This is an optimization exercise on Yosys and OpenROAD, whose aim is small area, a short achievable clock period and few clock cycles per item, not a production implementation.
The RTL was checked by simulation tests, not by an equivalence proof against the original design.

**flow/constraint.sdc**
```tcl
create_clock -name core_clock -period 8.0 [get_ports {clk}]
set_input_delay 1.6000 -clock core_clock [delete_from_list [all_inputs] [get_ports {clk}]]
set_output_delay 1.6000 -clock core_clock [all_outputs]
set_load 0.01 [all_outputs]
```
**flow/design.v**
```verilog
module amihel_muldiv (
    input  wire        clk,
    input  wire        rst,         
    input  wire        req_valid,
    output wire        req_ready,
    input  wire [3:0]  req_fn,
    input  wire [63:0] req_a,
    input  wire [63:0] req_b,
    output reg         res_valid,
    output wire [63:0] res
);
    localparam W = 75;               
    localparam ST_IDLE  = 3'd0;
    localparam ST_MUL   = 3'd1;
    localparam ST_FINM  = 3'd2;
    localparam ST_NEG   = 3'd3;
    localparam ST_SHIFT = 3'd5;
    localparam ST_DIV   = 3'd6;
    localparam ST_FIND  = 3'd7;
    reg [2:0]    state;
    reg [W-1:0]  S;                  
    reg [W-1:0]  C;                  
    reg [65:0]   M;                  
    reg [63:0]   Q;                  
    reg          qprev;              
    reg          qfill;              
    reg          nprev;              
    reg          hmode;              
    reg          wop;                
    reg          isrem;
    reg          na, nb;             
    reg          pa, pb;             
    reg          bz;                 
    reg [6:0]    cnt;
    reg [6:0]    ba, bb;             
    reg          rq;                 
    reg          rw;                 
    reg          rdy;                
    reg          first;              
    reg          uns;                
    assign req_ready = rdy;
    wire [31:0] res_lo = rq ? Q[31:0] : S[31:0];
    wire [31:0] res_hi = rw ? {32{res_lo[31]}} : (rq ? Q[63:32] : S[63:32]);
    assign res = {res_hi, res_lo};
    wire        r_div    = req_fn[2] | req_fn[3];
    wire        r_w      = req_fn[3] | (req_fn == 4'd3);
    wire        r_dsgn   = r_div & ~req_fn[0];
    wire        r_sext   = r_w & (~r_div | ~req_fn[0]);      
    wire [63:0] a_ext    = r_w ? {{32{r_sext & req_a[31]}}, req_a[31:0]} : req_a;
    wire [63:0] b_ext    = r_w ? {{32{r_sext & req_b[31]}}, req_b[31:0]} : req_b;
    wire        r_uns    = (req_fn[1:0] == 2'd2);             
    wire [65:0] Mx = {M[64], M[64:0]};    
    wire [8:0]  qb = {Q[7:0], qprev};
    reg  [W-1:0] pp [0:3];
    reg  [3:0]   ng;
    integer j;
    always @(*) begin
        for (j = 0; j < 4; j = j + 1) begin : booth
            reg b0, b1, b2, one, two, neg;
            reg [65:0] mag;
            b0  = qb[2*j];
            b1  = qb[2*j+1];
            b2  = qb[2*j+2];
            neg = b2 & ~(b1 & b0);
            one = b1 ^ b0;
            two = (b2 & ~b1 & ~b0) | (~b2 & b1 & b0);
            mag = ({66{one}} & Mx) | ({66{two}} & {Mx[64:0], 1'b0});
            mag = mag ^ {66{neg}};
            pp[j] = {{(W-66){mag[65]}}, mag} << (2*j);
            ng[j] = neg;
        end
    end
    wire [W-1:0] Sa = hmode ? {{8{S[W-1]}}, S[W-1:8]} : S;
    wire [W-1:0] Ca = hmode ? {{8{C[W-1]}}, C[W-1:8]} : C;
    wire [9:0]   lowsum = {2'b0, S[7:0]} + {2'b0, C[7:0]} + {3'b0, nprev, 6'b0};
    wire [1:0]   cy = hmode ? lowsum[9:8] : 2'b00;
    wire [W-1:0] v0 = Sa;
    wire [W-1:0] v1 = Ca;
    wire [W-1:0] v2 = pp[0];
    wire [W-1:0] v3 = pp[1] | {{(W-2){1'b0}}, cy[1], ng[0]};
    wire [W-1:0] v4 = pp[2] | {{(W-3){1'b0}}, ng[1], 1'b0, cy[0]};
    wire [W-1:0] v5 = pp[3] | {{(W-5){1'b0}}, ng[2], 4'b0};
    wire [W-1:0] v6 = {{(W-7){1'b0}}, ng[3] & ~hmode, 6'b0};
    wire [W-1:0] s1 = v0 ^ v1 ^ v2;
    wire [W-1:0] c1 = ((v0 & v1) | (v0 & v2) | (v1 & v2)) << 1;
    wire [W-1:0] s2 = v3 ^ v4 ^ v5;
    wire [W-1:0] c2 = ((v3 & v4) | (v3 & v5) | (v4 & v5)) << 1;
    wire [W-1:0] s3 = s1 ^ c1 ^ s2;
    wire [W-1:0] c3 = ((s1 & c1) | (s1 & s2) | (c1 & s2)) << 1;
    wire [W-1:0] s4 = c2 ^ v6 ^ s3;
    wire [W-1:0] c4 = ((c2 & v6) | (c2 & s3) | (v6 & s3)) << 1;
    wire [W-1:0] s5 = s4 ^ c4 ^ c3;
    wire [W-1:0] c5 = ((s4 & c4) | (s4 & c3) | (c4 & c3)) << 1;
    wire mul_last = hmode ? (cnt == 7'd0) : (&Q[63:7] | ~|Q[63:7]);
    reg         xen, xinv, ym, yc, yq, yinv, cin;
    wire        negres = isrem ? na : (na ^ nb) | bz;
    wire [63:0] ax = ({64{xen}} & S[63:0]) ^ {64{xinv}};
    wire [63:0] ay = (({64{ym}} & M[63:0]) | ({64{yc}} & C[63:0]) | ({64{yq}} & Q)) ^ {64{yinv}};
    wire [64:0] asum = {1'b0, ax} + {1'b0, ay} + {64'd0, cin};
    wire [15:0] cg0, ce0;
    genvar gi;
    generate
        for (gi = 0; gi < 16; gi = gi + 1) begin : cmp0
            assign cg0[gi] = S[4*gi+3:4*gi] > M[4*gi+3:4*gi];
            assign ce0[gi] = S[4*gi+3:4*gi] == M[4*gi+3:4*gi];
        end
    endgenerate
    wire [3:0]  cg1, ce1;
    generate
        for (gi = 0; gi < 4; gi = gi + 1) begin : cmp1
            assign cg1[gi] = cg0[4*gi+3] | ce0[4*gi+3] & (cg0[4*gi+2] | ce0[4*gi+2] & (cg0[4*gi+1] | ce0[4*gi+1] & cg0[4*gi]));
            assign ce1[gi] = &ce0[4*gi+3:4*gi];
        end
    endgenerate
    wire        s_ge_m = cg1[3] | ce1[3] & (cg1[2] | ce1[2] & (cg1[1] | ce1[1] & (cg1[0] | ce1[0])));
    wire        fits = s_ge_m & ~|M[65:64];
    wire        r_na = r_dsgn & a_ext[63];
    wire        r_nb = r_dsgn & b_ext[63];
    wire        r_mhs = ~r_div & (req_fn[1:0] == 2'd1);           
    wire [63:0] xa = a_ext ^ {64{r_na | r_mhs & a_ext[63]}};
    wire [63:0] xb = b_ext ^ {64{r_nb | r_mhs & b_ext[63]}};
    reg  [6:0]  bits_a, bits_b;
    integer k;
    always @(*) begin
        bits_a = 7'd0;
        bits_b = 7'd0;
        for (k = 0; k < 64; k = k + 1) begin
            if (xa[k]) bits_a = k + 1;
            if (xb[k]) bits_b = k + 1;
        end
    end
    wire [7:0]  dbits = {1'b0, ba} - {1'b0, bb};
    wire        qzero = dbits[7];                        
    wire [7:0]  hbits = {1'b0, ba} + {1'b0, bb};
    wire        hsmall = uns ? (hbits <= 8'd64) : (hbits <= 8'd63);
    wire        hneg = (na ^ nb) & ~(~|ba & ~na) & ~(~|bb & ~nb);
    wire [63:0] ma = a_ext ^ {64{a_ext[63]}};
    wire [63:0] mb = b_ext ^ {64{b_ext[63]}};
    wire [7:0]  nza, nzb;
    genvar g;
    generate
        for (g = 0; g < 8; g = g + 1) begin : bytes
            assign nza[g] = |ma[8*g+7:8*g];
            assign nzb[g] = |mb[8*g+7:8*g];
        end
    endgenerate
    reg r_swap;
    integer h;
    always @(*) begin
        r_swap = 1'b0;
        for (h = 0; h < 8; h = h + 1)
            if (nzb[h] && !(|(nza >> h))) r_swap = 1'b1;
    end
    wire [6:0]  sft   = (dbits[7] | bz) ? 7'd0 : (dbits[6:0] + {6'd0, dbits[0]});
    always @(posedge clk) C <= (state == ST_MUL) ? c5 : {W{1'b0}};
    always @(posedge clk) begin
        if (rst) begin
            state     <= ST_IDLE;
            rdy       <= 1'b1;
            res_valid <= 1'b0;
            begin xen <= 1'b0; xinv <= 1'b0; ym <= 1'b0; yc <= 1'b0; yq <= 1'b0; yinv <= 1'b0; cin <= 1'b0; end
        end else begin
            res_valid <= 1'b0;
            case (state)
                ST_IDLE: begin
                    begin xen <= 1'b0; xinv <= 1'b0; ym <= 1'b0; yc <= 1'b0; yq <= 1'b0; yinv <= 1'b0; cin <= 1'b0; end
                    if (req_valid) begin
                        rdy   <= 1'b0;
                        first <= 1'b1;
                        uns   <= r_uns;
                        ba    <= bits_a + {6'd0, r_na};
                        bb    <= bits_b;
                        wop   <= r_w;
                        rq    <= 1'b0;
                        rw    <= 1'b0;
                        isrem <= req_fn[1];
                        hmode <= ~r_div & (req_fn[0] ^ req_fn[1]);
                        qprev <= 1'b0;
                        nprev <= 1'b0;
                        cnt   <= 7'd8;
                        if (r_div) begin
                            S     <= {{(W-64){1'b0}}, a_ext};
                            M     <= {{2{r_dsgn & b_ext[63]}}, b_ext};
                            Q     <= 64'd0;
                            na    <= r_na;
                            nb    <= r_nb;
                            pa    <= r_na;
                            pb    <= r_nb;
                            bz    <= ~|b_ext;
                            if (r_na) begin xen <= 1'b1; xinv <= 1'b1; ym <= 1'b0; yc <= 1'b0; yq <= 1'b0; yinv <= 1'b0; cin <= 1'b1; end
                            else if (r_nb) begin xen <= 1'b0; xinv <= 1'b0; ym <= 1'b1; yc <= 1'b0; yq <= 1'b0; yinv <= 1'b1; cin <= 1'b1; end
                            else begin xen <= 1'b1; xinv <= 1'b0; ym <= 1'b1; yc <= 1'b0; yq <= 1'b0; yinv <= 1'b1; cin <= 1'b1; end
                            state <= (r_na | r_nb) ? ST_NEG : ST_SHIFT;
                        end else begin
                            S     <= {W{1'b0}};
                            if (r_swap & ~(req_fn[1] ^ req_fn[0])) begin
                                M     <= {{2{b_ext[63]}}, b_ext};
                                Q     <= a_ext;
                                qfill <= a_ext[63];
                            end else begin
                                M     <= {1'b0, ~r_uns & a_ext[63], a_ext};
                                Q     <= b_ext;
                                qfill <= ~r_uns & b_ext[63];
                            end
                            na    <= r_mhs & a_ext[63];
                            nb    <= r_mhs & b_ext[63];
                            state <= ST_MUL;
                        end
                    end
                end
                ST_MUL: if (hmode && first && hsmall) begin
                    S[63:0]   <= {64{hneg}};
                    res_valid <= 1'b1;
                    state     <= ST_IDLE;
                    rdy       <= 1'b1;
                    first     <= 1'b0;
                end else begin
                    first <= 1'b0;
                    S     <= s5;
                    Q     <= {{8{qfill}}, Q[63:8]};
                    qprev <= Q[7];
                    nprev <= ng[3];
                    if (!hmode) M <= {M[57:0], 8'd0};
                    cnt   <= cnt - 7'd1;
                    if (mul_last) begin
                        state <= ST_FINM;
                        xen <= 1'b1; yc <= 1'b1;
                    end
                end
                ST_FINM: begin
                    S[63:0]   <= asum[63:0];
                    rw        <= wop;
                    res_valid <= 1'b1;
                    state     <= ST_IDLE;
                    rdy       <= 1'b1;
                    begin xen <= 1'b0; xinv <= 1'b0; ym <= 1'b0; yc <= 1'b0; yq <= 1'b0; yinv <= 1'b0; cin <= 1'b0; end
                end
                ST_NEG, ST_SHIFT, ST_DIV: if (first && qzero) begin
                    res_valid <= 1'b1;
                    state     <= ST_IDLE;
                    rdy       <= 1'b1;
                    first     <= 1'b0;
                    rq        <= ~isrem;
                    rw        <= wop;
                    begin xen <= 1'b0; xinv <= 1'b0; ym <= 1'b0; yc <= 1'b0; yq <= 1'b0; yinv <= 1'b0; cin <= 1'b0; end
                end else if (state == ST_NEG) begin
                    first <= 1'b0;
                    if (pa) begin
                        S  <= {{(W-64){1'b0}}, asum[63:0]};
                        pa <= 1'b0;
                        if (pb) begin xen <= 1'b0; xinv <= 1'b0; ym <= 1'b1; yc <= 1'b0; yq <= 1'b0; yinv <= 1'b1; cin <= 1'b1; end
                        else begin
                            state <= ST_SHIFT;
                            begin xen <= 1'b1; xinv <= 1'b0; ym <= 1'b1; yc <= 1'b0; yq <= 1'b0; yinv <= 1'b1; cin <= 1'b1; end
                        end
                    end else begin
                        M  <= {2'b00, asum[63:0]};
                        pb <= 1'b0;
                        state <= ST_SHIFT;
                        begin xen <= 1'b1; xinv <= 1'b0; ym <= 1'b1; yc <= 1'b0; yq <= 1'b0; yinv <= 1'b1; cin <= 1'b1; end
                    end
                end
                else begin
                    first <= 1'b0;
                    if (state == ST_SHIFT && sft != 7'd0) begin
                        M     <= M << sft;
                        cnt   <= sft;
                        state <= ST_DIV;
                    end else begin
                        if (fits) S[63:0] <= asum[63:0];
                        Q     <= {Q[62:0], fits};
                        M     <= {1'b0, M[65:1]};
                        cnt   <= cnt - 7'd1;
                        if (state == ST_SHIFT || cnt == 7'd0) begin
                            if (!negres) begin
                                state     <= ST_IDLE;
                                rdy       <= 1'b1;
                                res_valid <= 1'b1;
                                rq        <= ~isrem;
                                rw        <= wop;
                                begin xen <= 1'b0; xinv <= 1'b0; ym <= 1'b0; yc <= 1'b0; yq <= 1'b0; yinv <= 1'b0; cin <= 1'b0; end
                            end else begin
                                state <= ST_FIND;
                                xen  <= isrem; xinv <= isrem & negres;
                                ym   <= 1'b0; yc <= 1'b0;
                                yq   <= ~isrem; yinv <= ~isrem & negres;
                                cin  <= negres;
                            end
                        end
                    end
                end
                ST_FIND: begin
                    S[63:0]   <= asum[63:0];
                    rw        <= wop;
                    res_valid <= 1'b1;
                    state     <= ST_IDLE;
                    rdy       <= 1'b1;
                    begin xen <= 1'b0; xinv <= 1'b0; ym <= 1'b0; yc <= 1'b0; yq <= 1'b0; yinv <= 1'b0; cin <= 1'b0; end
                end
                default: begin
                    state <= ST_IDLE;
                    rdy   <= 1'b1;
                    begin xen <= 1'b0; xinv <= 1'b0; ym <= 1'b0; yc <= 1'b0; yq <= 1'b0; yinv <= 1'b0; cin <= 1'b0; end
                end
            endcase
        end
    end
endmodule
```
**flow/config.mk**
```make
export PLATFORM = sky130hd
export DESIGN_NAME = amihel_muldiv
export DESIGN_NICKNAME = amihel_muldiv
export VERILOG_FILES = /design/flow/design.v
export SDC_FILE = /design/flow/constraint.sdc
export NUM_CORES = 4
export LEC_CHECK = 0
export CAP_MARGIN = 20
export CORE_MARGIN = 2
export CORE_UTILIZATION = 40
export SETUP_SLACK_MARGIN = 3.25
export SLEW_MARGIN = 20
```
**flow/run.sh**
```bash
#!/bin/bash
# synth_recipe.tcl (not shown) runs the flow's synth.tcl, then flattens the netlist and writes it again
# the make line also repeats each setting of config.mk as NAME=value (left out here)
make -C /OpenROAD-flow-scripts/flow DESIGN_CONFIG=/design/flow/config.mk WORK_HOME=/design/flow/orfs CLKGATE_MAP_FILE= SYNTH_SCRIPT=/design/flow/synth_recipe.tcl finish
```
==> run summary, run 1 <==
# TYPE chip_impl_metric gauge
chip_impl_metric{name="max_freq",unit="MHz"} 194
chip_impl_metric{name="fp-row-count",unit=""} 125
chip_impl_metric{name="route.antenna.remaining_nets",unit=""} 0
chip_impl_metric{name="clock_transition_at_the_registers_of_the_reported_paths",unit="ps"} 60
chip_impl_metric{name="final-hold-violation-count",unit=""} 0
chip_impl_info{name="timing.setup.critical_path_class",value="in2reg"} 1
chip_impl_info{name="global_route.peak_usage_layer",value="met2"} 1
chip_impl_info{name="cell_breakdown_of_the_critical_path",value="clkdlybuf4s50_1, nand4_1, nor3_1, o32ai_2, a21oi_1, o32a_1, o221ai_2, a221o_2, buf_6, a31o_4, o211ai_1, o2111ai_2"} 1
chip_impl_metric{name="synthesis.area_per_instance",unit="sq um"} 8.35
chip_impl_info{name="critical-path-top-delay-family",value="compound AO/OA/AOI/OAI gates"} 1
chip_impl_metric{name="die_x",unit="um"} 347
chip_impl_metric{name="synthArstFlopShare",unit=""} 0
chip_impl_metric{name="globalRouteMet3Util",unit=""} 0.176
chip_impl_metric{name="design.final.nets",unit=""} 6498
chip_impl_metric{name="synth.distinct_cells",unit=""} 93
chip_impl_metric{name="ios",unit=""} 201
chip_impl_metric{name="vias_in_the_first_global_route",unit=""} 49100
chip_impl_metric{name="cts_buffer_depth",unit=""} 3
chip_impl_metric{name="first_iter_violations",unit=""} 8655
chip_impl_info{name="dominantRegCellSynth",value="edfxtp_1"} 1
chip_impl_metric{name="synth_mux_area_frac",unit=""} 0.0862
chip_impl_metric{name="drt-vias-per-instance",unit=""} 7.07
chip_impl_metric{name="drt_wl_total",unit="mm"} 272
chip_impl_metric{name="cts_htree_levels",unit=""} 2
chip_impl_metric{name="synthSimpleGateAreaFrac",unit=""} 0.139
chip_impl_metric{name="synthesis.yosys.warnings",unit=""} 2
chip_impl_metric{name="seq_area_frac_synth",unit=""} 0.190
chip_impl_metric{name="critical_path_arrival",unit="ps"} 5510
chip_impl_metric{name="flow.area_growth_from_synthesis",unit="%"} 23.1
chip_impl_metric{name="drtPass1Iterations",unit=""} 10
chip_impl_info{name="most_used_cells_in_the_layout_excluding_fill_and_tap_cells",value="467 x nand2_1, 354 x inv_1, 345 x a22oi_1"} 1
chip_impl_metric{name="grt.met2_usage",unit=""} 0.609
chip_impl_metric{name="grt_antenna_before_repair",unit=""} 23
chip_impl_metric{name="crit_required",unit="ps"} 8350
chip_impl_info{name="cp_slowest_cell",value="clkdlybuf4s50_1"} 1
chip_impl_metric{name="post_synth_instance_area",unit="sq um"} 47100
chip_impl_metric{name="globalplace.congestion",unit=""} 1.05
chip_impl_metric{name="routedWlPerCell",unit="um"} 36.7
chip_impl_metric{name="report.final.setup_viol",unit=""} 0
chip_impl_metric{name="edff_count_synth",unit=""} 241
chip_impl_metric{name="crit_path_max_incr_delay",unit="ps"} 1000
chip_impl_metric{name="die-area",unit="sq um"} 121000
chip_impl_info{name="layout_commonest_cell",value="nand2_1"} 1
chip_impl_metric{name="number_of_port_buffers",unit=""} 200
chip_impl_info{name="combinational_family_with_the_most_area_after_synthesis",value="compound AO/OA/AOI/OAI gates"} 1
chip_impl_metric{name="dp_hpwl",unit="mm"} 188
chip_impl_metric{name="grt_first_pass_wirelength",unit="mm"} 370
chip_impl_metric{name="clk-insertion-delay-late",unit="ps"} 660
chip_impl_metric{name="grt_start_max_net_pins",unit=""} 71
chip_impl_metric{name="cp.buffers_inverters",unit=""} 2
chip_impl_metric{name="yosys.area_share.xor_xnor",unit=""} 0.0883
chip_impl_metric{name="slew-limit-headroom",unit=""} 0.111
chip_impl_metric{name="clock-sinks",unit=""} 326
chip_impl_metric{name="die_extent_in_y",unit="um"} 347
chip_impl_metric{name="clock-skew-final",unit="ps"} 35.4
chip_impl_metric{name="detail_route.drc_violations",unit=""} 0
chip_impl_metric{name="post_synth_fa_ha_maj_area_fraction",unit=""} 0.186
chip_impl_metric{name="yosys_register_bits",unit=""} 326
chip_impl_metric{name="timing_worst_slew_pin_value",unit="ps"} 1330
chip_impl_metric{name="gr-usage-met1",unit=""} 0.523
chip_impl_metric{name="final_util",unit=""} 0.498
chip_impl_metric{name="area_fraction_in_compound_gates_after_synthesis",unit=""} 0.241
chip_impl_metric{name="placeableCoreArea",unit="sq um"} 117000
chip_impl_metric{name="max_cap_violations",unit=""} 0
chip_impl_info{name="ctsRootBufferMaster",value="clkbuf_16"} 1
chip_impl_info{name="unrepaired_setup_endpoints_after_global_routing",value="yes"} 1
chip_impl_metric{name="finalCritPeriodShare",unit=""} 0.645
chip_impl_metric{name="postSynthCellCount",unit=""} 5647
chip_impl_info{name="startpoint_type",value="input port"} 1
chip_impl_metric{name="critPathMaxFanout",unit=""} 9
chip_impl_metric{name="minimum_clock_period_after_layout",unit="ps"} 5160
chip_impl_metric{name="ctsHoldBuffers",unit=""} 0
chip_impl_metric{name="start_util",unit=""} 0.405
chip_impl_metric{name="syn_nets",unit=""} 6309
chip_impl_metric{name="cts-buffers-inserted",unit=""} 46
chip_impl_metric{name="grt_util_all_layers",unit=""} 0.424
chip_impl_metric{name="drive_gt1_frac",unit=""} 0.177
chip_impl_info{name="tritoncts",value="done"} 1
chip_impl_metric{name="global_route.overflow_total",unit=""} 0
chip_impl_metric{name="fin_setup_tns",unit="ps"} 0
chip_impl_info{name="min-delay-path-class",value="reg2reg"} 1
chip_impl_info{name="outcome",value="complete, no violations"} 1
chip_impl_metric{name="routed_vias",unit=""} 52400
chip_impl_metric{name="final-max-slew-violation-count",unit=""} 0
chip_impl_info{name="cp-end-kind",value="register"} 1
## layout make-up
type	count	area (sq um)
Inverter	364	1380
Timing Repair inverter	1	7.51
Antenna cell	9	22.5
Tap cell	1524	1910
Fill cell	11100	58500
Clock inverter	27	269
Multi-Input combinational cell	4472	37700
Clock buffer	58	1220
Timing Repair Buffer	625	6540
Sequential cell	326	8960
## worst min-delay path, cell delays in order (launching register included)
cell	delay (ps)
dfxtp_1	370
nand2_1	80
nand2_1	40
## flip-flops by register name, summed over array words and instances, names as in the netlist, 3 cells and up
name,cells
bb,7
ba,7
Q,64
cnt,7
M,66
state,3
S,75
C,73
## layer usage
layer | vias to the layer above | routed length, um | share of wire
met3 | 1240 | 43000 | 0.16
met4 | 26 | 23800 | 0.088
li1 | 21000 | - | -
met2 | 4727 | 109000 | 0.40
met1 | 25400 | 95300 | 0.35
met5 | - | 621 | 0.0023
## cell families (layout without fill, tap and decap cells)
kind of cell | count (synthesis) | in the layout
other cells | 0 | 9
simple gates | 1374 | 1380
fa+ha+maj | 527 | 527
flops | 326 | 326
buf+inv | 861 | 1075
xor+xnor | 475 | 475
compound gates | 1692 | 1698
mux | 392 | 392
## synthesized netlist by cell type (16+ instances only)
library cell,count,area (sq um)
nand2b_1,46,288
o21a_1,26,195
a222oi_1,66,661
o21ai_1,16,80.1
nand4_1,63,394
a21oi_1,383,1920
inv_1,359,1350
a221o_1,18,180
a31oi_1,47,294
fa_1,290,5810
nor3_1,90,450
nor2_1,275,1030
nand2_1,491,1840
o211ai_1,52,390
xor2_1,225,1970
clkbuf_1,387,1450
a221oi_1,27,236
mux2i_1,342,3420
xnor2_1,250,2190
o221ai_1,40,350
and2_1,22,138
or3_1,34,213
a211oi_1,79,593
nor4_1,47,294
a22oi_1,355,2670
o22ai_1,36,225
mux2_2,43,484
ha_1,237,2970
edfxtp_1,241,7240
a21o_1,60,450
buf_2,50,250
o21ai_0,318,1590
buf_1,53,199
dfxtp_1,85,1700
nand3_1,98,490
and3_1,128,801
o21bai_1,24,180
nor2b_1,35,219
## metrics by stage
stage	cells	hold WS [ps]	area (sq um)	worst slack, ps
5_1_grt	7399	564	58000	2860
2_1_floorplan	5647	457	47400	2590
6_report	7406	536	58000	2840
3_5_place_dp	7040	514	50900	1070
4_1_cts	7296	524	55200	3030
3_3_place_gp	7040	499	50900	963
## worst paths after layout
path	start	to	slack [ps]	depth (start not counted)
min	rdy	rdy	540	2
min reg2reg	rdy	rdy	540	2
max reg2reg	Q[25]	S[62]	2940	19
max	req_b[16]	M[60]	2840	12
## repair_timing
action | CTS | global route
gates cloned | 17 | 25
setup endpoints to repair | 385 | 325
pin swaps | 88 | 141
endpoints found under the hold margin | 0 | 0
setup buffers | 154 | 75
gates resized for setup | 424 | 485
Testbench counts, summed over its fixed seeds: cycles 23,786, ops 3,200.
==> run 2, diff against run 1 <==
--- a/flow/design.v
+++ b/flow/design.v
@@ -99,19 +99,3 @@
     wire [64:0] asum = {1'b0, ax} + {1'b0, ay} + {64'd0, cin};
-    wire [15:0] cg0, ce0;
-    genvar gi;
-    generate
-        for (gi = 0; gi < 16; gi = gi + 1) begin : cmp0
-            assign cg0[gi] = S[4*gi+3:4*gi] > M[4*gi+3:4*gi];
-            assign ce0[gi] = S[4*gi+3:4*gi] == M[4*gi+3:4*gi];
-        end
-    endgenerate
-    wire [3:0]  cg1, ce1;
-    generate
-        for (gi = 0; gi < 4; gi = gi + 1) begin : cmp1
-            assign cg1[gi] = cg0[4*gi+3] | ce0[4*gi+3] & (cg0[4*gi+2] | ce0[4*gi+2] & (cg0[4*gi+1] | ce0[4*gi+1] & cg0[4*gi]));
-            assign ce1[gi] = &ce0[4*gi+3:4*gi];
-        end
-    endgenerate
-    wire        s_ge_m = cg1[3] | ce1[3] & (cg1[2] | ce1[2] & (cg1[1] | ce1[1] & (cg1[0] | ce1[0])));
-    wire        fits = s_ge_m & ~|M[65:64];
+    wire        fits = ({1'b0, S[63:0]} >= {1'b0, M[63:0]}) & ~|M[65:64];
     wire        r_na = r_dsgn & a_ext[63];
@@ -126,4 +110,5 @@
         bits_b = 7'd0;
+        if (r_na) bits_a = 7'd1;
         for (k = 0; k < 64; k = k + 1) begin
-            if (xa[k]) bits_a = k + 1;
+            if (xa[k]) bits_a = k + 1 + r_na;
             if (xb[k]) bits_b = k + 1;
@@ -170,3 +155,3 @@
                         uns   <= r_uns;
-                        ba    <= bits_a + {6'd0, r_na};
+                        ba    <= bits_a;
                         bb    <= bits_b;
@@ -189,4 +174,4 @@
                             bz    <= ~|b_ext;
-                            if (r_na) begin xen <= 1'b1; xinv <= 1'b1; ym <= 1'b0; yc <= 1'b0; yq <= 1'b0; yinv <= 1'b0; cin <= 1'b1; end
-                            else if (r_nb) begin xen <= 1'b0; xinv <= 1'b0; ym <= 1'b1; yc <= 1'b0; yq <= 1'b0; yinv <= 1'b1; cin <= 1'b1; end
+                            if (r_nb) begin xen <= 1'b0; xinv <= 1'b0; ym <= 1'b1; yc <= 1'b0; yq <= 1'b0; yinv <= 1'b1; cin <= 1'b1; end
+                            else if (r_na) begin xen <= 1'b1; xinv <= 1'b1; ym <= 1'b0; yc <= 1'b0; yq <= 1'b0; yinv <= 1'b0; cin <= 1'b1; end
                             else begin xen <= 1'b1; xinv <= 1'b0; ym <= 1'b1; yc <= 1'b0; yq <= 1'b0; yinv <= 1'b1; cin <= 1'b1; end
@@ -247,6 +232,6 @@
                     first <= 1'b0;
-                    if (pa) begin
-                        S  <= {{(W-64){1'b0}}, asum[63:0]};
-                        pa <= 1'b0;
-                        if (pb) begin xen <= 1'b0; xinv <= 1'b0; ym <= 1'b1; yc <= 1'b0; yq <= 1'b0; yinv <= 1'b1; cin <= 1'b1; end
+                    if (pb) begin
+                        M  <= {2'b00, asum[63:0]};
+                        pb <= 1'b0;
+                        if (pa) begin xen <= 1'b1; xinv <= 1'b1; ym <= 1'b0; yc <= 1'b0; yq <= 1'b0; yinv <= 1'b0; cin <= 1'b1; end
                         else begin
@@ -256,5 +241,7 @@
                     end else begin
-                        M  <= {2'b00, asum[63:0]};
-                        pb <= 1'b0;
-                        state <= ST_SHIFT;
+                        S     <= {{(W-64){1'b0}}, asum[63:0]};
+                        pa    <= 1'b0;
+                        M     <= M << sft;
+                        cnt   <= sft;
+                        state <= ST_DIV;
                         begin xen <= 1'b1; xinv <= 1'b0; ym <= 1'b1; yc <= 1'b0; yq <= 1'b0; yinv <= 1'b1; cin <= 1'b1; end
@@ -269,3 +256,3 @@
                     end else begin
-                        if (fits) S[63:0] <= asum[63:0];
+                        if (fits) S <= {{(W-64){1'b0}}, asum[63:0]};
                         Q     <= {Q[62:0], fits};
--- a/flow/config.mk
+++ b/flow/config.mk
@@ -10,3 +10,3 @@
 export CORE_UTILIZATION = 40
-export SETUP_SLACK_MARGIN = 3.25
+export SETUP_SLACK_MARGIN = 3.0
 export SLEW_MARGIN = 20
==> run summary, run 2 <==
# TYPE chip_impl_metric gauge
chip_impl_metric{name="critPathMaxFanout",unit=""} 3
chip_impl_metric{name="placement.cell_area",unit="sq um"} 51600
chip_impl_metric{name="drt_wl_total",unit="mm"} 259
chip_impl_info{name="most_instantiated_cells_after_synthesis",value="431 x nand2_1, 393 x clkbuf_1, 392 x a21oi_1"} 1
chip_impl_metric{name="max_freq",unit="MHz"} 192
chip_impl_metric{name="synth.distinct_cells",unit=""} 97
chip_impl_metric{name="grt_antenna_before_repair",unit=""} 20
chip_impl_metric{name="clock_transition_at_the_registers_of_the_reported_paths",unit="ps"} 60
chip_impl_metric{name="largest_register_ffs",unit=""} 75
chip_impl_metric{name="post_synth_instance_area",unit="sq um"} 48000
chip_impl_info{name="startpoint_type",value="register"} 1
chip_impl_metric{name="yosysTopAreaCellShare",unit=""} 0.151
chip_impl_metric{name="synthSimpleGateAreaFrac",unit=""} 0.131
chip_impl_metric{name="crit_required",unit="ps"} 8410
chip_impl_metric{name="fp-row-count",unit=""} 127
chip_impl_info{name="layout_commonest_cell",value="nand2_1"} 1
chip_impl_metric{name="slew-limit-headroom",unit=""} 0.211
chip_impl_metric{name="clock-sinks",unit=""} 326
chip_impl_metric{name="finish.cell_count_without_fillers",unit=""} 7452
chip_impl_metric{name="timing.hold.ws",unit="ps"} 495
chip_impl_metric{name="critical_path_arrival",unit="ps"} 5620
chip_impl_metric{name="post-route-cell-area",unit="sq um"} 56200
chip_impl_metric{name="placeableCoreArea",unit="sq um"} 119000
chip_impl_metric{name="routedWlPerCell",unit="um"} 34.8
chip_impl_metric{name="edff_count_synth",unit=""} 241
chip_impl_metric{name="synthArstFlopShare",unit=""} 0
chip_impl_metric{name="yosys.area_share.xor_xnor",unit=""} 0.0873
chip_impl_metric{name="synth_mux_area_frac",unit=""} 0.0927
chip_impl_info{name="unrepaired_setup_endpoints_after_global_routing",value="yes"} 1
chip_impl_metric{name="minimum_clock_period_after_layout",unit="ps"} 5210
chip_impl_metric{name="dp_hpwl",unit="mm"} 187
chip_impl_info{name="timing.setup.critical_path_class",value="reg2reg"} 1
chip_impl_metric{name="area_fraction_in_compound_gates_after_synthesis",unit=""} 0.250
chip_impl_metric{name="yosys_register_bits",unit=""} 326
chip_impl_metric{name="flow.area_growth_from_synthesis",unit="%"} 17.1
chip_impl_metric{name="grt_util_all_layers",unit=""} 0.401
chip_impl_info{name="largest-register",value="S"} 1
chip_impl_metric{name="number_of_port_buffers",unit=""} 200
chip_impl_info{name="synth_most_common_cell",value="nand2_1"} 1
chip_impl_metric{name="die-area",unit="sq um"} 123000
chip_impl_metric{name="drtPass1Iterations",unit=""} 10
chip_impl_metric{name="die_extent_in_y",unit="um"} 350
chip_impl_metric{name="final-max-slew-violation-count",unit=""} 0
chip_impl_metric{name="routed_vias",unit=""} 51600
chip_impl_metric{name="seq_area_frac_synth",unit=""} 0.186
chip_impl_metric{name="timing_worst_slew_pin_value",unit="ps"} 1180
chip_impl_metric{name="fin_setup_tns",unit="ps"} 0
chip_impl_metric{name="detail_route.drc_violations",unit=""} 0
chip_impl_metric{name="finalCritPeriodShare",unit=""} 0.651
chip_impl_info{name="netlist_top_cells_area",value="edfxtp_1 15%, fa_1 12%, mux2i_1 7.8%"} 1
chip_impl_metric{name="globalplace.congestion",unit=""} 1.05
chip_impl_metric{name="cts_htree_levels",unit=""} 2
chip_impl_metric{name="vias_in_the_first_global_route",unit=""} 47800
chip_impl_metric{name="report.final.setup_viol",unit=""} 0
chip_impl_metric{name="route.antenna.remaining_nets",unit=""} 0
chip_impl_info{name="combinational_family_with_the_most_area_after_synthesis",value="compound AO/OA/AOI/OAI gates"} 1
chip_impl_metric{name="synthesis.yosys.warnings",unit=""} 2
chip_impl_metric{name="design.final.nets",unit=""} 6449
chip_impl_metric{name="postSynthCellCount",unit=""} 5728
chip_impl_metric{name="clock-skew-final",unit="ps"} 34.3
chip_impl_metric{name="syn_nets",unit=""} 6388
chip_impl_metric{name="drive_gt1_frac",unit=""} 0.127
chip_impl_info{name="synth_largest_area_cell",value="edfxtp_1"} 1
chip_impl_info{name="cp-end-kind",value="register"} 1
chip_impl_metric{name="grt_first_pass_wirelength",unit="mm"} 357
chip_impl_metric{name="drt-vias-per-instance",unit=""} 6.92
chip_impl_metric{name="start_util",unit=""} 0.402
chip_impl_metric{name="dp_cells",unit=""} 7175
chip_impl_info{name="min-delay-path-class",value="reg2reg"} 1
chip_impl_info{name="ctsRootBufferMaster",value="clkbuf_16"} 1
chip_impl_info{name="most_used_cells_in_the_layout_excluding_fill_and_tap_cells",value="424 x nand2_1, 368 x mux2i_1, 343 x a21oi_1"} 1
chip_impl_metric{name="cts-buffers-inserted",unit=""} 48
chip_impl_metric{name="first_iter_violations",unit=""} 8417
chip_impl_info{name="outcome",value="complete, no violations"} 1
chip_impl_metric{name="die_x",unit="um"} 350
chip_impl_metric{name="grt_start_max_net_pins",unit=""} 114
chip_impl_info{name="dominantRegCellSynth",value="edfxtp_1"} 1
chip_impl_metric{name="post_synth_fa_ha_maj_area_fraction",unit=""} 0.182
chip_impl_metric{name="global_route.overflow_total",unit=""} 0
chip_impl_metric{name="synthesis.area_per_instance",unit="sq um"} 8.38
chip_impl_metric{name="clk-insertion-delay-late",unit="ps"} 670
chip_impl_metric{name="ios",unit=""} 201
chip_impl_metric{name="max_cap_violations",unit=""} 0
chip_impl_metric{name="cts_buffer_depth",unit=""} 3
chip_impl_info{name="tritoncts",value="done"} 1
chip_impl_metric{name="final-hold-violation-count",unit=""} 0
chip_impl_info{name="biggestRegsByFlops",value="S (75), C (73), M (66)"} 1
## run 2: cell types whose count changed after synthesis, sizes merged, moves of 11 or more
cell    delta
a21o      +21
a22oi     -12
nor2      -13
o221ai    +47
a211oi    -43
buf       +28
o211ai    +11
inv       -15
mux2i     +33
nand2     -60
o21ai     +31
mux2      +17
xnor2     +12
## run 2: area by class of cell
cell class	instances	area, sq um
sequential	326	8960
fill	11700	63300
clock buffer	60	1330
clock inverter	30	352
multi-input combinational	4535	37100
inverter	346	1320
tap	1612	2020
timing repair buffer	531	5170
antenna	11	27.5
timing repair inverter	1	8.76
## run 2: final timing paths
check         from     to  slack, ps  cells after the start
max reg2reg  Q[13]  M[60]       2790                     17
max          Q[13]  M[60]       2790                     17
min reg2reg    rdy    rdy        490                      1
min            rdy    rdy        490                      1
## run 2: per-layer routing
metal / part of all wire / global-route usage / vias up
li1: - / - / 21200
met1: 0.39 / 0.546 / 25400
met2: 0.40 / 0.572 / 4106
met3: 0.14 / 0.118 / 814
met4: 0.069 / 0.206 / 24
met5: 0.00078 / 0 / -
## run 2: worst max-delay path, cell delays in order, from the launching register on
cell and delay (ps):
edfxtp_1 550, a222oi_1 470, xnor2_1 170, ha_1 280, a21oi_2 190, o21ai_2 90
a21o_1 180, a21o_1 220, a221o_1 360, or4_4 490, or4b_4 570, o211ai_4 120
o211ai_4 130, and3_1 190, or3_4 350, xnor2_2 180, a221oi_1 110, a221o_1 290
## run 2: metrics by stage
stage                      util  setup slack, ps
after floorplan               -             2980
after global placement    0.432             1180
after detailed placement  0.432             1070
after CTS                 0.458             2920
after global routing      0.470             2800
final                     0.471             2790
## run 2: kinds of logic (layout without fill, tap and decap cells)
family,count (synthesis),count (layout)
xor gates and xnor gates,478,478
AOI/OAI and AO/OA,1780,1786
muxes,436,436
and+or+nand+nor,1306,1310
DFF,326,326
buffers and inverters,877,968
other,0,11
adders and majority gates,525,525
## run 2: repair_timing
action,in CTS,in global routing
pin swaps,34,58
cloned,10,9
hold buffers,0,0
setup buffers,74,82
hold endpoints to repair,0,0
endpoints found under the setup margin,278,367
resized for setup,170,174
Testbench counts of run 2, summed over its fixed seeds: cycles 23,622, ops 3,200.
==> run 3, diff against run 2 <==
--- a/flow/design.v
+++ b/flow/design.v
@@ -35,3 +35,2 @@
     reg [6:0]    ba, bb;             
-    reg          rq;                 
     reg          rw;                 
@@ -41,4 +40,4 @@
     assign req_ready = rdy;
-    wire [31:0] res_lo = rq ? Q[31:0] : S[31:0];
-    wire [31:0] res_hi = rw ? {32{res_lo[31]}} : (rq ? Q[63:32] : S[63:32]);
+    wire [31:0] res_lo = S[31:0];
+    wire [31:0] res_hi = rw ? {32{res_lo[31]}} : S[63:32];
     assign res = {res_hi, res_lo};
@@ -158,3 +157,2 @@
                         wop   <= r_w;
-                        rq    <= 1'b0;
                         rw    <= 1'b0;
@@ -227,3 +225,3 @@
                     first     <= 1'b0;
-                    rq        <= ~isrem;
+                    if (!isrem) S[63:0] <= 64'd0;
                     rw        <= wop;
@@ -256,3 +254,5 @@
                     end else begin
-                        if (fits) S <= {{(W-64){1'b0}}, asum[63:0]};
+                        if (!isrem && !negres && (state == ST_SHIFT || cnt == 7'd0))
+                            S[63:0] <= {Q[62:0], fits};      
+                        else if (fits) S <= {{(W-64){1'b0}}, asum[63:0]};
                         Q     <= {Q[62:0], fits};
@@ -265,3 +265,2 @@
                                 res_valid <= 1'b1;
-                                rq        <= ~isrem;
                                 rw        <= wop;
==> run summary, run 3 <==
# TYPE chip_impl_metric gauge
chip_impl_metric{name="report.final.setup_viol",unit=""} 0
chip_impl_metric{name="fp-row-count",unit=""} 127
chip_impl_metric{name="slew-limit-headroom",unit=""} 0.199
chip_impl_info{name="outcome",value="complete, no violations"} 1
chip_impl_metric{name="clock-skew-final",unit="ps"} 48.2
chip_impl_metric{name="placeableCoreArea",unit="sq um"} 120000
chip_impl_metric{name="whs_path_depth",unit=""} 1
chip_impl_info{name="most_used_cells_in_the_layout_excluding_fill_and_tap_cells",value="522 x nand2_1, 403 x a21oi_1, 385 x inv_1"} 1
chip_impl_metric{name="routedWlPerCell",unit="um"} 37.9
chip_impl_metric{name="detail_route.drc_violations",unit=""} 0
chip_impl_metric{name="routed_vias",unit=""} 54400
chip_impl_metric{name="critPathMaxFanout",unit=""} 5
chip_impl_metric{name="synthesis.yosys.warnings",unit=""} 2
chip_impl_info{name="r2r_start",value="ym"} 1
chip_impl_info{name="biggestRegsByFlops",value="S (75), C (73), M (66)"} 1
chip_impl_metric{name="synth.distinct_cells",unit=""} 103
chip_impl_metric{name="crit_required",unit="ps"} 8420
chip_impl_metric{name="die_extent_in_y",unit="um"} 353
chip_impl_metric{name="seq_area_frac_synth",unit=""} 0.183
chip_impl_metric{name="final-max-slew-violation-count",unit=""} 0
chip_impl_metric{name="grt_first_pass_wirelength",unit="mm"} 399
chip_impl_metric{name="largest_register_ffs",unit=""} 75
chip_impl_metric{name="fin_setup_tns",unit="ps"} 0
chip_impl_info{name="tritoncts",value="done"} 1
chip_impl_metric{name="minimum_clock_period_after_layout",unit="ps"} 5190
chip_impl_metric{name="timing.hold.ws",unit="ps"} 530
chip_impl_metric{name="syn_nets",unit=""} 6668
chip_impl_metric{name="critical_path_arrival",unit="ps"} 5610
chip_impl_metric{name="number_of_port_buffers",unit=""} 200
chip_impl_metric{name="max_cap_violations",unit=""} 0
chip_impl_metric{name="flow.area_growth_from_synthesis",unit="%"} 17.9
chip_impl_metric{name="drt_wl_total",unit="mm"} 294
chip_impl_info{name="ctsRootBufferMaster",value="clkbuf_16"} 1
chip_impl_info{name="timing.rr.end",value="M[59]"} 1
chip_impl_info{name="layout_commonest_cell",value="nand2_1"} 1
chip_impl_info{name="cp-end-kind",value="register"} 1
chip_impl_metric{name="first_iter_violations",unit=""} 10000
chip_impl_info{name="largest-register",value="S"} 1
chip_impl_info{name="hold-path-endpoint",value="rdy"} 1
chip_impl_metric{name="die-area",unit="sq um"} 124000
chip_impl_metric{name="cts-buffers-inserted",unit=""} 49
chip_impl_metric{name="yosys_register_bits",unit=""} 325
chip_impl_metric{name="vias_in_the_first_global_route",unit=""} 50500
chip_impl_metric{name="clock-sinks",unit=""} 325
chip_impl_info{name="synth_most_common_cell",value="nand2_1"} 1
chip_impl_metric{name="post_synth_instance_area",unit="sq um"} 48700
chip_impl_metric{name="drt-vias-per-instance",unit=""} 7.02
chip_impl_metric{name="ios",unit=""} 201
chip_impl_metric{name="clk-insertion-delay-late",unit="ps"} 720
chip_impl_info{name="min-delay-path-class",value="reg2reg"} 1
chip_impl_info{name="most_instantiated_cells_after_synthesis",value="536 x nand2_1, 427 x a21oi_1, 413 x clkbuf_1"} 1
chip_impl_metric{name="grt_antenna_before_repair",unit=""} 25
chip_impl_metric{name="design.final.nets",unit=""} 6748
chip_impl_metric{name="cts_buffer_depth",unit=""} 3
chip_impl_info{name="netlist_top_cells_area",value="edfxtp_1 15%, fa_1 12%, mux2i_1 6.5%"} 1
chip_impl_metric{name="yosysTopAreaCellShare",unit=""} 0.148
chip_impl_metric{name="max_freq",unit="MHz"} 193
chip_impl_info{name="timing.setup.critical_path_class",value="reg2reg"} 1
chip_impl_metric{name="drive_gt1_frac",unit=""} 0.123
chip_impl_metric{name="synthesis.area_per_instance",unit="sq um"} 8.10
chip_impl_metric{name="final-hold-violation-count",unit=""} 0
chip_impl_metric{name="finalCritPeriodShare",unit=""} 0.649
chip_impl_metric{name="cts_htree_levels",unit=""} 2
chip_impl_metric{name="globalplace.congestion",unit=""} 1.12
chip_impl_metric{name="rrSetupSlack",unit="ps"} 2810
chip_impl_info{name="unrepaired_setup_endpoints_after_global_routing",value="yes"} 1
chip_impl_info{name="dominantRegCellSynth",value="edfxtp_1"} 1
chip_impl_metric{name="grt_util_all_layers",unit=""} 0.448
chip_impl_metric{name="worstRegToRegCells",unit=""} 19
chip_impl_metric{name="final_util",unit=""} 0.477
chip_impl_metric{name="die_x",unit="um"} 353
chip_impl_metric{name="postSynthCellCount",unit=""} 6008
chip_impl_metric{name="drtPass1Iterations",unit=""} 13
chip_impl_metric{name="synthArstFlopShare",unit=""} 0
chip_impl_metric{name="start_util",unit=""} 0.405
chip_impl_metric{name="timing_worst_slew_pin_value",unit="ps"} 1200
chip_impl_info{name="synth_largest_area_cell",value="edfxtp_1"} 1
chip_impl_info{name="holdCritStartpoint",value="rdy"} 1
chip_impl_info{name="startpoint_type",value="register"} 1
chip_impl_metric{name="route.antenna.remaining_nets",unit=""} 0
chip_impl_metric{name="dp_hpwl",unit="mm"} 211
chip_impl_metric{name="global_route.overflow_total",unit=""} 0
chip_impl_metric{name="edff_count_synth",unit=""} 240
chip_impl_metric{name="grt_start_max_net_pins",unit=""} 171
chip_impl_metric{name="clock_transition_at_the_registers_of_the_reported_paths",unit="ps"} 60
run 3: changes by cell type after synthesis, sizes merged, moves of 36 or more:
cell / change
nand2: +105
and2: +93
and3: -78
o21ai: +66
nor2: +65
mux2i: -57
inv: +46
mux2: -45
buf: +40
a21oi: +36
run 3: cell families (layout without fill, tap and decap cells):
group / count (synthesis) / count (layout) / synth area share
adder cells (fa/ha/maj): 525 / 525 / 0.180
AND/OR/NAND/NOR: 1467 / 1472 / 0.142
AO/OA/AOI/OAI: 1894 / 1896 / 0.259
flip-flops: 325 / 325 / 0.183
multiplexers: 334 / 334 / 0.0693
other: 0 / 13 / 0
XOR/XNOR: 480 / 480 / 0.0864
buffers and inverters: 983 / 1096 / 0.0812
run 3: final cells by class:
cell class / instances / area (sq um)
fillers: 11700 / 62900
inverters: 392 / 1510
repair buffers: 613 / 5920
diodes: 13 / 32.5
clock inverters: 24 / 280
multi-input cells: 4707 / 37300
flip-flops and latches: 325 / 8930
clock buffers: 67 / 1360
well taps: 1612 / 2020
run 3: per-stage QoR:
stage          setup WS [ps]  std cells  cell area (sq um)
3_3_place_gp            1290       7467              52500
5_1_grt                 2750       7740              57300
3_5_place_dp            1220       7468              52500
2_1_floorplan           2690       6008              48700
4_1_cts                 2970       7658              55900
6_report                2810       7753              57400
run 3: critical path, cell delays in order, from the launching register on:
cell      delay, ps
dfxtp_4         370
buf_4           180
a222oi_1        360
xnor2_1         120
ha_1            380
and2_4          180
a221o_1         380
nor3_2          210
a22oi_2         120
buf_12          160
a31oi_4         370
o21ai_1         110
buf_4           190
a311o_2         490
a311oi_4        330
o21ai_4         130
buf_4           170
nand3_2          70
nor3b_4         370
o221ai_1        180
run 3: per-layer routing:
layer / routed length (um) / share of wire / track usage / up-vias
li1: - / - / - / 22000
met4: 24700 / 0.084 / 0.292 / 24
met1: 107000 / 0.36 / 0.566 / 26400
met3: 43700 / 0.15 / 0.169 / 1198
met2: 118000 / 0.40 / 0.635 / 4808
met5: 286 / 0.00097 / 0.0109 / -
run 3: what timing repair did:
action / in CTS / in global routing
hold buffers: 0 / 0
setup endpoints to repair: 257 / 225
gates resized for setup: 174 / 153
buffers inserted: 91 / 70
hold endpoints to repair: 0 / 0
pin swaps: 36 / 46
gates cloned: 8 / 11
run 3: worst max path at each step:
stage               cells past startpoint      start    end  slack [ps]
floorplan                              13      ba[0]   S[0]        2690
global placement                       15  req_fn[3]  M[41]        1290
detailed placement                     15  req_fn[3]  M[41]        1220
CTS                                    18         yq  M[36]        2970
global route                           20         yq  M[62]        2750
finish                                 19         ym  M[59]        2810
Testbench counts of run 3, summed over its fixed seeds: cycles 23,622, ops 3,200.

-- afterwards: timing with drivers on the ports --
How much do the figures lean on ideal ports? The routed layouts below were timed once more, with nothing changed but the port constraints. Step 1 assumes that a clkbuf_16 drives the clock port and a buf_2 every other input. Step 2 adds t to the input delays and takes it off the output delays; t is the mean of the earliest and latest rising clock arrival at the registers after step 1. Input paths then give back, and output paths get back, about the clock's delay inside the block. Three values: ideal ports, drivers, drivers and shift; two values: the first two.
run	t, ns	slack for setup (ns)	worst slew at a driven data input, ns
run 1	0.712	2.838 / 2.884 / 2.172	0.06
run 2	0.732	2.794 / 2.794 / 2.371	0.08
run 3	0.768	2.809 / 2.809 / 2.279	0.07
After both steps setup and hold are still met in every run listed. For run 1, which loses most, drivers alone change the setup slack by +0.046 ns; drivers and shift together by -0.666 ns.
